This design comes from an exercise in tuning for small area, a short achievable clock period and few clock cycles on the open sky130 flow, not from production work. In this exercise RTL edits were held to simulation tests only and were not proved equivalent to the original. No activity file was given, so power comes from the tool's default toggle rates.

===== flow/config.mk =====
export PLATFORM = sky130hd
export DESIGN_NAME = fblc_dec
export DESIGN_NICKNAME = fblc_dec
export VERILOG_FILES = /design/flow/design.v
export SDC_FILE = /design/flow/constraint.sdc
export NUM_CORES = 4
export LEC_CHECK = 0
export CAP_MARGIN = 20
export CELL_PAD_IN_SITES_DETAIL_PLACEMENT = 1
export CELL_PAD_IN_SITES_GLOBAL_PLACEMENT = 2
export CORE_MARGIN = 2
export CORE_UTILIZATION = 30
export GPL_ROUTABILITY_DRIVEN = 1
export PLACE_DENSITY = 0.45
export SLEW_MARGIN = 20

===== flow/constraint.sdc =====
create_clock -name core_clock -period 8.0 [get_ports {clk}]
set_input_delay 1.6000 -clock core_clock [delete_from_list [all_inputs] [get_ports {clk}]]
set_output_delay 1.6000 -clock core_clock [all_outputs]
set_load 0.01 [all_outputs]

===== flow/design.v =====
module fblc_dec (
    input  wire        clk,
    input  wire        rst_n,
    input  wire        in_valid,
    input  wire [7:0]  in_data,
    input  wire        in_last,
    output wire        in_ready,
    output wire        out_valid,
    input  wire        out_ready,
    output wire [15:0] out_syms,
    output wire [3:0]  out_count,
    output reg         done_valid,
    output reg  [3:0]  done_detail,
    output reg  [31:0] done_bitoff,
    output reg  [31:0] done_bytes
);
    localparam FN = 9;       
    localparam [3:0] P_HDR   = 4'd0,
                     P_TOK   = 4'd1,
                     P_G2    = 4'd2,
                     P_LITD  = 4'd3,
                     P_SPRE  = 4'd4,
                     P_SVOFF = 4'd5,
                     P_SRSYM = 4'd6,
                     P_SGZ   = 4'd7,
                     P_SGB   = 4'd8,
                     P_SEND  = 4'd9,
                     P_ISS   = 4'd10,
                     P_SKIP  = 4'd11,
                     P_FIN   = 4'd12;
    localparam [1:0] K_LIT = 2'd0, K_RUN = 2'd1, K_VERT = 2'd2, K_HIST = 2'd3;
    integer i;
    reg [3:0]  pst;
    reg [3:0]  hcnt;
    reg        he1, he2, he3, he4, he5, hhr;
    reg        hlo6;             
    reg [1:0]  htop;             
    reg [2:0]  hm;               
    reg [23:0] hlines;
    reg [2:0]  wm;               
    reg [31:0] bb;
    reg [5:0]  bn;
    reg        dend;             
    reg [31:0] bitpos;
    reg [31:0] tstart;
    reg [31:0] rem;
    reg [7:0]  col;
    reg [8:0]  pp;               
    reg [9:0]  fill;             
    reg [1:0]  kind;
    reg [1:0]  tsym;
    reg [2:0]  vof;
    reg [9:0]  hdist;
    reg [23:0] litl;
    reg        pre1;
    reg [1:0]  fcnt;
    reg        gdist;
    reg [4:0]  gz;
    reg [4:0]  gleft;
    reg [23:0] gval;
    reg [2:0]  ecnt;
    reg [3:0]  detail;
    reg        pend;             
    wire [8:0] wid = {wm, 6'd0};
    reg        cv;
    reg        ccopy;            
    reg        cvert;
    reg [23:0] cleft;
    reg [8:0]  cq;
    reg signed [10:0] clo;       
    reg signed [10:0] chi;       
    reg [2:0]  crep;             
    reg [15:0] clit;
    reg [8:0]  ep;               
    reg        ov;
    reg [15:0] osyms;
    reg [3:0]  ocnt;
    assign out_valid = ov;
    assign out_syms  = osyms;
    assign out_count = ocnt;
    reg [1023:0] hist;           
    wire       ofree  = !ov || out_ready;
    wire       emit   = cv && ofree;
    wire [3:0] ecount = (cleft[23:3] != 21'd0) ? 4'd8 : {1'b0, cleft[2:0]};
    wire       elast  = (cleft[23:4] == 20'd0) && (cleft[3:0] <= 4'd8);
    wire       cfree  = !cv || (emit && elast);
    wire       done_fire = pend && !cv && ofree;
    reg [15:0] rd;
    reg [15:0] win;
    reg [15:0] wmk;
    reg [15:0] cpy;
    reg [15:0] esyms;
    reg [5:0]  ra;
    reg [2:0]  rk;
    reg [3:0]  ln;
    always @(*) begin
        for (i = 0; i < 8; i = i + 1) begin
            ra = cq[8:3] + ((i < cq[2:0]) ? 6'd1 : 6'd0);
            rd[2*i +: 2] = hist[2*(8*ra + i) +: 2];
        end
        for (i = 0; i < 8; i = i + 1) begin
            rk = cq[2:0] + i;
            ln = i;
            win[2*i +: 2] = rd[2*rk +: 2];
            wmk[2*i +: 2] = ($signed({7'd0, ln}) >= clo && (!cvert || $signed({7'd0, ln}) < chi))
                            ? win[2*i +: 2] : 2'd0;
        end
        for (i = 0; i < 8; i = i + 1) begin
            case (crep)
                3'd1: cpy[2*i +: 2] = wmk[1:0];
                3'd2: cpy[2*i +: 2] = wmk[2*(i % 2) +: 2];
                3'd3: cpy[2*i +: 2] = wmk[2*(i % 3) +: 2];
                3'd4: cpy[2*i +: 2] = wmk[2*(i % 4) +: 2];
                3'd5: cpy[2*i +: 2] = wmk[2*(i % 5) +: 2];
                3'd6: cpy[2*i +: 2] = wmk[2*(i % 6) +: 2];
                3'd7: cpy[2*i +: 2] = wmk[2*(i % 7) +: 2];
                default: cpy[2*i +: 2] = wmk[2*i +: 2];
            endcase
        end
        esyms = ccopy ? cpy : clit;
    end
    reg [7:0]  wen;
    reg [47:0] wa;
    reg [15:0] wd;
    reg [2:0]  wk;
    always @(*) begin
        for (i = 0; i < 8; i = i + 1) begin
            wk = i[2:0] - ep[2:0];
            wa[6*i +: 6] = ep[8:3] + ((i < ep[2:0]) ? 6'd1 : 6'd0);
            wd[2*i +: 2] = esyms[2*wk +: 2];
            wen[i] = emit && ({1'b0, wk} < ecount);
        end
    end
    genvar gw, gb;
    generate
        for (gw = 0; gw < 64; gw = gw + 1) begin : g_word
            for (gb = 0; gb < 8; gb = gb + 1) begin : g_bank
                always @(posedge clk)
                    if (wen[gb] && wa[6*gb +: 6] == gw)
                        hist[2*(8*gw+gb) +: 2] <= wd[2*gb +: 2];
            end
        end
    endgenerate
    wire [1:0] pre = bb[31:30];
    reg [2:0]  g0;
    reg [31:0] sw;
    reg [3:0]  gzc;              
    reg        gbig;             
    reg [9:0]  gv;
    reg [5:0]  gneed;            
    always @(*) begin
        if (pst == P_G2)        g0 = 3'd0;
        else if (pre == K_RUN)  g0 = 3'd4;
        else if (pre == K_VERT) g0 = 3'd5;
        else                    g0 = 3'd2;
        sw = bb << g0;
        gzc  = 4'd0;
        gbig = 1'b1;
        for (i = FN; i >= 0; i = i - 1)
            if (sw[31-i]) begin
                gzc  = i;
                gbig = 1'b0;
            end
        gv = 10'd0;
        for (i = 0; i <= FN; i = i + 1)
            if (gzc == i) gv = (sw >> (31 - 2*i)) & ((32'd1 << (i+1)) - 1);
        gneed = g0 + 2*gzc + 1;
    end
    wire       genough   = (gneed <= bn);
    wire [8:0] line_left = wid - {1'b0, col};
    wire       fv_rem    = (rem[31:10] == 22'd0) && (gv > rem[9:0]);
    wire       fv_line   = ({1'b0, gv} > {1'b0, line_left});
    wire       fv_dist   = (gv > 10'd512);
    wire       fast_bits = !gbig && genough;
    wire       fast_bad  = fast_bits && (pre == K_HIST ? fv_dist : (fv_rem || (pre == K_VERT && fv_line)));
    wire       tok_v7    = (pre == K_VERT) && (bb[29:27] == 3'b111);
    wire       tok_serial = tok_v7 ? (bn >= 6'd5 || dend)
                                   : (fast_bad || (gbig && bn >= {3'd0, g0} + 6'd10) || (dend && !fast_bits));
    wire       g2_serial = (fast_bits && fv_rem) || (gbig && bn >= 6'd10) || (dend && !fast_bits);
    wire       sbit   = bb[31];
    wire       shave  = (bn != 6'd0);
    wire [23:0] gnew_z = 24'd1 << gz;
    wire [23:0] gnew_b = gval | ({23'd0, sbit} << (gleft - 5'd1));
    wire [23:0] gcand  = (pst == P_SGZ) ? gnew_z : gnew_b;
    wire       g_e9 = gdist && (gcand > 24'd512);
    wire       g_e7 = !gdist && ({8'd0, gcand} > rem);
    wire       g_e8 = !gdist && (kind == K_VERT) && (gcand > {15'd0, line_left});
    wire       g_err = g_e9 || g_e7 || g_e8;
    wire [3:0] g_det = g_e9 ? 4'd9 : g_e7 ? 4'd7 : 4'd8;
    wire [3:0]  lnum  = (litl[23:3] != 21'd0) ? 4'd8 : {1'b0, litl[2:0]};
    wire [15:0] ldata;
    genvar gl;
    generate
        for (gl = 0; gl < 8; gl = gl + 1) begin : g_lit
            assign ldata[2*gl +: 2] = bb[31-2*gl -: 2];
        end
    endgenerate
    wire end_ok = (bn >= 6'd5) && (bb[31:27] == 5'b10111);
    wire can_iss = cfree && (!pend || done_fire);
    reg        iss;              
    reg        upd;              
    reg [1:0]  ikind;
    reg [23:0] iL;
    reg [2:0]  iv;
    reg [1:0]  isym;
    reg [5:0]  cons;             
    always @(*) begin
        iss   = 1'b0;
        upd   = 1'b0;
        ikind = kind;
        iL    = {14'd0, gv};
        iv    = vof;
        isym  = tsym;
        cons  = 6'd0;
        case (pst)
            P_TOK: begin
                ikind = pre;
                iv    = bb[29:27];
                isym  = bb[29:28];
                if (rem == 32'd0) begin
                    if (end_ok) cons = 6'd5;
                end else if (!tok_v7 && fast_bits && !fast_bad) begin
                    if (pre == K_HIST) begin
                        cons = gneed;
                    end else if (pre == K_LIT) begin
                        cons = gneed;
                    end else if (can_iss) begin
                        cons = gneed;
                        upd  = 1'b1;
                        iss  = 1'b1;
                    end
                end
            end
            P_G2: begin
                ikind = K_HIST;
                if (fast_bits && !fv_rem && can_iss) begin
                    cons = gneed;
                    upd  = 1'b1;
                    iss  = 1'b1;
                end
            end
            P_LITD: begin
                ikind = K_LIT;
                iL    = {20'd0, lnum};
                if ({1'b0, lnum, 1'b0} <= {1'b0, bn} && can_iss) begin
                    cons = {1'b0, lnum, 1'b0};
                    upd  = 1'b1;
                    iss  = 1'b1;
                end
            end
            P_ISS: begin
                iL = gval;
                if (kind == K_LIT) begin
                end else if (can_iss) begin
                    upd = 1'b1;
                    iss = 1'b1;
                end
            end
            P_SPRE, P_SVOFF, P_SRSYM, P_SGZ, P_SGB, P_SEND: begin
                if (shave) cons = 6'd1;
            end
            default: ;
        endcase
    end
    function [1:0] mod3_18(input [17:0] x);
        reg [4:0] s;
        reg [2:0] t;
        integer k;
        begin
            s = 5'd0;
            for (k = 0; k < 9; k = k + 1) s = s + {3'd0, x[2*k +: 2]};
            t = {1'b0, s[1:0]} + {1'b0, s[3:2]} + {2'b0, s[4]};
            case (t)
                3'd0, 3'd3, 3'd6: mod3_18 = 2'd0;
                3'd1, 3'd4, 3'd7: mod3_18 = 2'd1;
                default:          mod3_18 = 2'd2;
            endcase
        end
    endfunction
    reg [7:0] lmod;
    always @(*) begin
        case (wm)
            3'd2:    lmod = {1'b0, iL[6:0]};
            3'd3:    lmod = {mod3_18(iL[23:6]), iL[5:0]};
            3'd4:    lmod = iL[7:0];
            default: lmod = {2'b0, iL[5:0]};
        endcase
    end
    wire [8:0] csum   = {1'b0, col} + {1'b0, lmod};
    wire [8:0] colnxt = (csum >= wid) ? csum - wid : csum;
    wire [10:0] fsum    = {1'b0, fill} + ((iL[23:10] != 14'd0) ? 11'd1024 : {1'b0, iL[9:0]});
    wire [9:0]  fillnxt = (fsum >= 11'd512) ? 10'd512 : fsum[9:0];
    wire [8:0]  vd    = wid + 9'd3 - {6'd0, iv};                         
    wire signed [10:0] vs   = $signed({3'd0, col}) + $signed({8'd0, iv}) - 11'sd3;
    wire signed [10:0] vlo1 = -vs;
    wire signed [10:0] vlo2 = $signed({2'd0, vd}) - $signed({1'b0, fill});
    wire signed [10:0] hlo  = $signed({1'b0, hdist}) - $signed({1'b0, fill});
    wire        hfire  = (pst == P_HDR) && in_valid;
    wire        h_e5f  = he5 || (in_data != 8'd0);
    wire [3:0]  h_det  = he1 ? 4'd1 : he2 ? 4'd2 : he3 ? 4'd3 : he4 ? 4'd4 : h_e5f ? 4'd5 : 4'd0;
    wire [25:0] hlm    = (hm == 3'd1) ? {2'd0, hlines} :
                         (hm == 3'd2) ? {1'b0, hlines, 1'b0} :
                         (hm == 3'd3) ? ({2'd0, hlines} + {1'b0, hlines, 1'b0}) :
                                        {hlines, 2'b0};
    wire        body_st = (pst != P_HDR) && (pst != P_FIN) && (pst != P_SKIP);
    assign in_ready = (pst == P_HDR) || (pst == P_SKIP && !dend) ||
                      (body_st && !dend && bn <= 6'd24);
    wire        bfire = body_st && in_valid && in_ready;
    wire [5:0]  bnc   = bn - cons;
    wire [31:0] bsh   = bb << cons;
    wire [31:0] bput  = {in_data, 24'd0} >> bnc;
    localparam [4:0] END_PAT = 5'b10111;
    always @(posedge clk) begin
        if (!rst_n) begin
            pst    <= P_HDR;
            hcnt   <= 4'd0;
            he1 <= 1'b0; he2 <= 1'b0; he3 <= 1'b0; he4 <= 1'b0; he5 <= 1'b0; hhr <= 1'b0;
            hlo6   <= 1'b0;
            htop   <= 2'd0;
            hm     <= 3'd0;
            hlines <= 24'd0;
            wm     <= 3'd0;
            bb     <= 32'd0;
            bn     <= 6'd0;
            dend   <= 1'b0;
            bitpos <= 32'd0;
            tstart <= 32'd0;
            rem    <= 32'd0;
            col    <= 8'd0;
            pp     <= 9'd0;
            fill   <= 10'd0;
            kind   <= 2'd0;
            tsym   <= 2'd0;
            vof    <= 3'd0;
            hdist   <= 10'd0;
            litl   <= 24'd0;
            pre1   <= 1'b0;
            fcnt   <= 2'd0;
            gdist  <= 1'b0;
            gz     <= 5'd0;
            gleft  <= 5'd0;
            gval   <= 24'd0;
            ecnt   <= 3'd0;
            detail <= 4'd0;
            pend   <= 1'b0;
            done_valid  <= 1'b0;
            done_detail <= 4'd0;
            done_bitoff <= 32'd0;
            done_bytes  <= 32'd0;
            cv     <= 1'b0;
            ccopy  <= 1'b0;
            cvert  <= 1'b0;
            cleft  <= 24'd0;
            cq     <= 9'd0;
            clo    <= 11'sd0;
            chi    <= 11'sd0;
            crep   <= 3'd0;
            clit   <= 16'd0;
            ep     <= 9'd0;
            ov     <= 1'b0;
            osyms  <= 16'd0;
            ocnt   <= 4'd0;
        end else begin
            done_valid <= done_fire;
            if (done_fire) pend <= 1'b0;
            if (emit) begin
                ov    <= 1'b1;
                osyms <= esyms;
                ocnt  <= ecount;
                ep    <= ep + {5'd0, ecount};
                cq    <= cq + {5'd0, ecount};
                cleft <= cleft - {20'd0, ecount};
                if (clo > 11'sd0) clo <= clo - $signed({7'd0, ecount});
                if (chi > 11'sd0) chi <= chi - $signed({7'd0, ecount});
                if (elast) cv <= 1'b0;
            end else if (out_ready) begin
                ov <= 1'b0;
            end
            if (iss) begin
                cv <= 1'b1;
                case (ikind)
                    K_RUN: begin
                        ccopy <= 1'b0;
                        cvert <= 1'b0;
                        cleft <= iL;
                        clit  <= {8{isym}};
                    end
                    K_LIT: begin
                        ccopy <= 1'b0;
                        cvert <= 1'b0;
                        cleft <= iL;
                        clit  <= ldata;
                    end
                    K_VERT: begin
                        ccopy <= 1'b1;
                        cvert <= 1'b1;
                        cleft <= iL;
                        cq    <= pp - vd;
                        clo   <= (vlo1 > vlo2) ? vlo1 : vlo2;
                        chi   <= $signed({2'd0, wid}) - vs;
                        crep  <= 3'd0;
                    end
                    default: begin
                        ccopy <= 1'b1;
                        cvert <= 1'b0;
                        cleft <= iL;
                        cq    <= pp - hdist[8:0];
                        clo   <= hlo;
                        chi   <= 11'sd0;
                        crep  <= (hdist < 10'd8) ? hdist[2:0] : 3'd0;
                    end
                endcase
            end
            if (upd) begin
                rem  <= rem - {8'd0, iL};
                col  <= colnxt[7:0];
                pp   <= pp + iL[8:0];
                fill <= fillnxt;
            end
            bitpos <= bitpos + {26'd0, cons};
            if (body_st) begin
                bb <= bsh | (bfire ? bput : 32'd0);
                bn <= bnc + (bfire ? 6'd8 : 6'd0);
                if (bfire && in_last) dend <= 1'b1;
            end
            case (pst)
            P_HDR: begin
                if (hfire) begin
                    hcnt <= hcnt + 1'b1;
                    case (hcnt)
                        4'd0:  begin
                                   he1 <= (in_data != 8'h46);
                                   he2 <= 1'b0; he3 <= 1'b0; he4 <= 1'b0; he5 <= 1'b0;
                               end
                        4'd1:  he1 <= he1 || (in_data != 8'h42);
                        4'd2:  he1 <= he1 || (in_data != 8'h01);
                        4'd3:  he2 <= (in_data != 8'h02);
                        4'd4:  begin hlo6 <= (in_data[5:0] != 6'd0); htop <= in_data[7:6]; end
                        4'd5:  begin
                                   he3 <= hlo6 || !((in_data == 8'd0 && htop != 2'd0) ||
                                                    (in_data == 8'd1 && htop == 2'd0));
                                   hm  <= (in_data == 8'd1) ? 3'd4 : {1'b0, htop};
                               end
                        4'd6:  begin hhr <= in_data[0]; he5 <= (in_data[7:1] != 7'd0); end
                        4'd7:  he5 <= he5 || (in_data != 8'd0);
                        4'd8:  hlines[7:0]   <= in_data;
                        4'd9:  hlines[15:8]  <= in_data;
                        4'd10: hlines[23:16] <= in_data;
                        4'd11: he4 <= (in_data != 8'd0) || (hlines == 24'd0);
                        4'd12, 4'd13, 4'd14: he5 <= he5 || (in_data != 8'd0);
                        default: ;
                    endcase
                    if (hcnt == 4'd15) begin
                        bitpos <= 32'd0;
                        bb     <= 32'd0;
                        bn     <= 6'd0;
                        dend   <= in_last;
                        if (h_det != 4'd0) begin
                            detail <= h_det;
                            pst    <= P_SKIP;
                        end else begin
                            wm   <= hm;
                            col  <= 8'd0;
                            rem  <= {hlm, 6'd0};
                            if (hhr || hm != wm) fill <= 10'd0;
                            pst  <= P_TOK;
                        end
                    end else if (in_last) begin
                        detail <= 4'd13;
                        pst    <= P_FIN;
                    end
                end
            end
            P_TOK: begin
                tstart <= bitpos;
                kind   <= pre;
                vof    <= bb[29:27];
                tsym   <= bb[29:28];
                fcnt   <= 2'd0;
                ecnt   <= 3'd0;
                gz     <= 5'd0;
                gdist  <= 1'b0;
                if (rem == 32'd0) begin
                    if (end_ok) begin
                        detail <= 4'd0;
                        pst    <= P_SKIP;
                    end else if (bn >= 6'd5 || dend) begin
                        pst <= P_SEND;
                    end
                end else if (cons != 6'd0) begin
                    if (pre == K_HIST) begin
                        hdist <= gv;
                        pst  <= P_G2;
                    end else if (pre == K_LIT) begin
                        litl <= {14'd0, gv};
                        pst  <= P_LITD;
                    end
                end else if (tok_serial) begin
                    pst <= P_SPRE;
                end
            end
            P_G2: begin
                gz    <= 5'd0;
                gdist <= 1'b0;
                if (iss) begin
                    pst <= P_TOK;
                end else if (g2_serial) begin
                    pst <= P_SGZ;
                end
            end
            P_LITD: begin
                if (iss) begin
                    litl <= litl - {20'd0, lnum};
                    if (litl == {20'd0, lnum}) pst <= P_TOK;
                end else if (dend && {1'b0, lnum, 1'b0} > {1'b0, bn}) begin
                    detail <= 4'd12;
                    pst    <= P_SKIP;
                end
            end
            P_ISS: begin
                if (kind == K_LIT) begin
                    litl <= gval;
                    pst  <= P_LITD;
                end else if (iss) begin
                    pst <= P_TOK;
                end
            end
            P_SPRE: begin
                if (!shave) begin
                    if (dend) begin detail <= 4'd12; pst <= P_SKIP; end
                end else if (fcnt == 2'd0) begin
                    pre1 <= sbit;
                    fcnt <= 2'd1;
                end else begin
                    fcnt <= 2'd0;
                    kind <= {pre1, sbit};
                    case ({pre1, sbit})
                        K_LIT:  pst <= P_SGZ;
                        K_RUN:  pst <= P_SRSYM;
                        K_VERT: pst <= P_SVOFF;
                        default: begin gdist <= 1'b1; pst <= P_SGZ; end
                    endcase
                end
            end
            P_SVOFF: begin
                if (!shave) begin
                    if (dend) begin detail <= 4'd12; pst <= P_SKIP; end
                end else begin
                    vof <= {vof[1:0], sbit};
                    if (fcnt == 2'd2) begin
                        fcnt <= 2'd0;
                        if ({vof[1:0], sbit} == 3'b111) begin
                            detail <= 4'd11;
                            pst    <= P_SKIP;
                        end else begin
                            pst <= P_SGZ;
                        end
                    end else begin
                        fcnt <= fcnt + 1'b1;
                    end
                end
            end
            P_SRSYM: begin
                if (!shave) begin
                    if (dend) begin detail <= 4'd12; pst <= P_SKIP; end
                end else begin
                    tsym <= {tsym[0], sbit};
                    if (fcnt == 2'd1) begin
                        fcnt <= 2'd0;
                        pst  <= P_SGZ;
                    end else begin
                        fcnt <= fcnt + 1'b1;
                    end
                end
            end
            P_SGZ: begin
                if (!shave) begin
                    if (dend) begin detail <= 4'd12; pst <= P_SKIP; end
                end else if (!sbit) begin
                    if (gz == 5'd23) begin
                        detail <= 4'd6;
                        pst    <= P_SKIP;
                    end else begin
                        gz <= gz + 1'b1;
                    end
                end else begin
                    gval  <= gnew_z;
                    gleft <= gz;
                    if (g_err) begin
                        detail <= g_det;
                        pst    <= P_SKIP;
                    end else if (gz == 5'd0) begin
                        if (gdist) begin
                            hdist  <= gnew_z[9:0];
                            gdist <= 1'b0;
                            pst   <= P_G2;
                        end else begin
                            pst <= P_ISS;
                        end
                    end else begin
                        pst <= P_SGB;
                    end
                end
            end
            P_SGB: begin
                if (!shave) begin
                    if (dend) begin detail <= 4'd12; pst <= P_SKIP; end
                end else begin
                    gval  <= gnew_b;
                    gleft <= gleft - 1'b1;
                    if (g_err) begin
                        detail <= g_det;
                        pst    <= P_SKIP;
                    end else if (gleft == 5'd1) begin
                        gz <= 5'd0;
                        if (gdist) begin
                            hdist  <= gnew_b[9:0];
                            gdist <= 1'b0;
                            pst   <= P_G2;
                        end else begin
                            pst <= P_ISS;
                        end
                    end
                end
            end
            P_SEND: begin
                if (!shave) begin
                    if (dend) begin detail <= 4'd12; pst <= P_SKIP; end
                end else if (sbit != END_PAT[3'd4 - ecnt]) begin
                    detail <= 4'd10;
                    pst    <= P_SKIP;
                end else if (ecnt == 3'd4) begin
                    detail <= 4'd0;
                    pst    <= P_SKIP;
                end else begin
                    ecnt <= ecnt + 1'b1;
                end
            end
            P_SKIP: begin
                bb <= 32'd0;
                bn <= 6'd0;
                if (dend || (in_valid && in_last)) pst <= P_FIN;
            end
            P_FIN: begin
                if (!pend) begin
                    pend        <= 1'b1;
                    done_detail <= detail;
                    done_bitoff <= (detail >= 4'd6 && detail <= 4'd12) ? tstart : 32'd0;
                    done_bytes  <= (detail == 4'd0) ? 32'd16 + ((tstart + 32'd12) >> 3) : 32'd0;
                    if (detail != 4'd0) fill <= 10'd0;
                    detail <= 4'd0;
                    hcnt   <= 4'd0;
                    dend   <= 1'b0;
                    bb     <= 32'd0;
                    bn     <= 6'd0;
                    pst    <= P_HDR;
                end
            end
            default: pst <= P_HDR;
            endcase
        end
    end
endmodule

===== flow/run.sh =====
#!/bin/bash
# synth_recipe.tcl (not shown) runs the flow's synth.tcl, then flattens the netlist and writes it again
# the make line also repeats each setting of config.mk as NAME=value (left out here)
make -C /OpenROAD-flow-scripts/flow DESIGN_CONFIG=/design/flow/config.mk WORK_HOME=/design/flow/orfs CLKGATE_MAP_FILE= SYNTH_SCRIPT=/design/flow/synth_recipe.tcl finish

==> results.ini <==
[outcome]
status=failed layout checks
failed_checks=negative setup slack

[global_route]
grt_pass1_vias=66200
grt_usage=0.218
grt_pass1_wl_um=457000
grt_antenna_before_repair=7
met2_usage=0.371
grt_overflow=0
grt_max_degree=116
use_met3=0.0184
grt-busiest-layer=met2
grtUsageMet1=0.302

[synthesis]
ys_top_cells_by_count=edfxtp_1, nor2_1, nand2_1
synth-compound-area-share=0.128
syn-cell-area_sq_um=81900
syn_area_per_cell_sq_um=10.7
yosysWarnings=1
synth_fa_ha_area_frac=0.0573
yosys_register_bits=1494
synthCells=7645
synth-xor-area-share=0.0332
ys_types=113
yosysMostFrequentCell=edfxtp_1
yosys.area.top_type=edfxtp_1
synth.area.top_cells=edfxtp_1, dfxtp_1, mux4_2
synth_edf_count=1024
synthFlopType=edfxtp_1
yosysSeqAreaShare=0.490
synth_top_family_by_area=simple AND/OR/NAND/NOR gates
synth-simple-area-share=0.137
netlist.area_leader.share=0.375
synthArstFlopShare=0
synthMuxAreaShare=0.120

[final_layout]
syn_to_final_growth_pct=21.4
drive_above_1_share=0.202
nNetsFinal=8538
fillers=29400
fin_util=0.367
finalInstanceArea_sq_um=99500

[floorplan]
die_area_sq_um=277000
die_x_um=527
initial_utilization=0.302
row_count=191
fp.dieH_um=527
pin_count=104
core_area_sq_um=271000

[routing]
viasPerCell=5.26
dr_total_vias=62500
routedWlPerCell_um=26.2
drc=0
postRouteWirelength_um=311000
first_iter_violations=3625
ant_nets=0
drtPass1Iterations=5

[setup_path]
cp-end-kind=flip-flop
critPathArrivalTime_ps=9800
start_kind=flip-flop
critPathMaxStageDelay_ps=560
worstPathMaxFanout=6
required_ps=8700
path_class=reg2reg
cpMaxStageDelayCell=or4b_4

[timing]
timing.slew.headroom=0.255
final-setup-viol-count=93
rsz0062_at_grt=yes
hold_violations=0
post-route-period-util=1.14
finalCriticalPeriod_ps=9100
fmax_mhz=110
fin_ws_ps=-1100
tightest_slew_ps=1100
slew_violations=0
clock_skew_ps=86.3

[pwr]
p_switching_uw=14200
internal-power_uw=22100
leakagePower_uw=0.0353
power.switching_fraction=0.391
max-vdd-ir-drop_mv=0.332
seq_power_share=0.244
cellPowerDensity_nw_per_um2=364
clockPowerShare=0.229
p_comb_frac=0.526

[placement]
place_hpwl_um=224000
portBuffers=101
place_area_sq_um=90800
post-place-ws_ps=-1480
gp_congestion=0.834

[clocking]
cts_buffer_depth=4
htreeDepth=4
clkTransAtPathRegs_ps=60
clkLatencyLatePin_ps=880
cts.sinks=1494
cts_made_buffers=185
cts_tree=done
root_buffer=clkbuf_16

[job]
max_cap_violations=0

[hold_path]
hold_path_class=reg2reg

-- path summary, 6_finish.rpt --
path / cells after the start / endpoint / slack, ps / from
setup / recovery: 39 / col[7]$_SDFF_PN0_ / -1100 / pst[3]$_SDFFE_PN0P_
setup reg to reg: 39 / col[7]$_SDFF_PN0_ / -1100 / pst[3]$_SDFFE_PN0P_
hold / removal: 2 / done_bytes[7]$_SDFFE_PN0P_ / 450 / done_bytes[7]$_SDFFE_PN0P_
hold reg to reg: 2 / done_bytes[7]$_SDFFE_PN0P_ / 450 / done_bytes[7]$_SDFFE_PN0P_
-- metal layers --
layer / up-vias / routed length, um
met5: - / 0
li1: 29300 / -
met1: 32000 / 145000
met4: 0 / 6890
met2: 881 / 151000
met3: 314 / 8640
-- flip-flops by register name, indices dropped and copies added (netlist names), 11 cells and up --
signal / flops
hist: 1024
bb: 32
done_bytes: 30
osyms: 16
hlines: 24
rem: 32
clo: 11
cleft: 24
done_bitoff: 32
chi: 11
clit: 16
bitpos: 32
tstart: 32
gval: 24
litl: 24
-- critical path, delay by kind of cell (launching register included) --
kind                       cells  cell delay, ps
muxes                          1             310
adders and majority gates     10            4050
and+or+nand+nor                4             910
DFF                            1             320
AOI/OAI and AO/OA             14            2440
xor gates and xnor gates       2             270
buffers and inverters          8             670
-- cells in the final DEF (no fill, tap or decap), drive strengths merged, types with 60 or more instances in the layout --
cell type	netlist	routed
edfxtp	1024	1024
nor2	1024	1024
nand2	846	846
buf	91	673
a21oi	538	538
dfxtp	470	470
mux4	338	338
ha	324	324
o21ai	320	320
inv	254	261
clkbuf	356	243
mux2i	189	189
nand3	172	172
xnor2	157	157
nor3	157	157
xor2	154	154
a211oi	125	125
a21o	104	104
clkdlybuf4s50	0	100
clkinv	10	67
nand2b	62	62
a22oi	62	62
nor2b	60	60
-- final cells by class --
| class | instances | area, sq um | area share |
|---|---|---|---|
| timing repair buffer | 779 | 6960 | 0.0700 |
| clock buffer | 237 | 4940 | 0.0497 |
| sequential | 1494 | 40200 | 0.404 |
| clock inverter | 86 | 900 | 0.00904 |
| tap | 3570 | 4470 | 0.0449 |
| antenna | 3 | 7.51 | 0.0000754 |
| multi-input combinational | 5445 | 41000 | 0.412 |
| inverter | 264 | 1020 | 0.0103 |
-- cell families after synthesis --
kind of cell / count (synthesis)
buffers and inverters: 711
other: 2
xor gates and xnor gates: 311
muxes: 559
adders and majority gates: 356
AOI/OAI and AO/OA: 1624
DFF: 1494
and+or+nand+nor: 2588
-- stage by stage --
stage               TNS [ps]  total power (uW)  hold WS, ps  cells
finish                -15860             36300          450  11900
global route          -78370             38500          475  11900
CTS                   -13660             35500          458  11800
detailed placement    -37470             24800          446  11400
global placement      -31070             24700          439  11400
floorplan              -1860             17700          428   7650
-- repair_timing --
item	in CTS	in global routing
setup endpoints to repair	76	258
pin swaps	60	113
hold buffers	0	0
buffers inserted	58	50
gates resized for setup	225	232
cloned	1	9
hold endpoints to repair	0	0
-- power by group through the flow --
stage,registers (uW),logic [uW],clock network [uW]
5_1_grt,8880,20700,8880
2_1_floorplan,8940,8790,0
3_3_place_gp,9020,15700,0
4_1_cts,8860,18000,8640
6_report,8870,19100,8320
3_5_place_dp,9020,15800,0
Testbench counts, summed over its fixed seeds: cycles 9,764.

==> static timing again, ports no longer ideal <==
No port has a modelled driver above. Below, the same layout with a new extraction and two added sets of constraints.
Step 1 (the two cells are an assumption about what drives the block):
set clk [get_ports {clk}]
set_driving_cell -lib_cell sky130_fd_sc_hd__clkbuf_16 $clk
set_driving_cell -lib_cell sky130_fd_sc_hd__buf_2 [delete_from_list [all_inputs] $clk]
Step 2 times the ports against the registers' clock, not the clock port: input delays grow and output delays shrink by t, the midpoint of the rising clock arrivals with the driver on.
a / b / c = ideal ports / drivers / drivers and shift; a / b = the first two.
shift t [ns]: 0.932
setup WS [ns]: -1.097 / -1.097 / -1.097
clock arrival spread, ns: 0.087 / 0.087
worst slew at a driven data input, ns: 0.04
For this run, drivers alone change the setup slack by 0.000 ns; drivers and shift together by 0.000 ns.
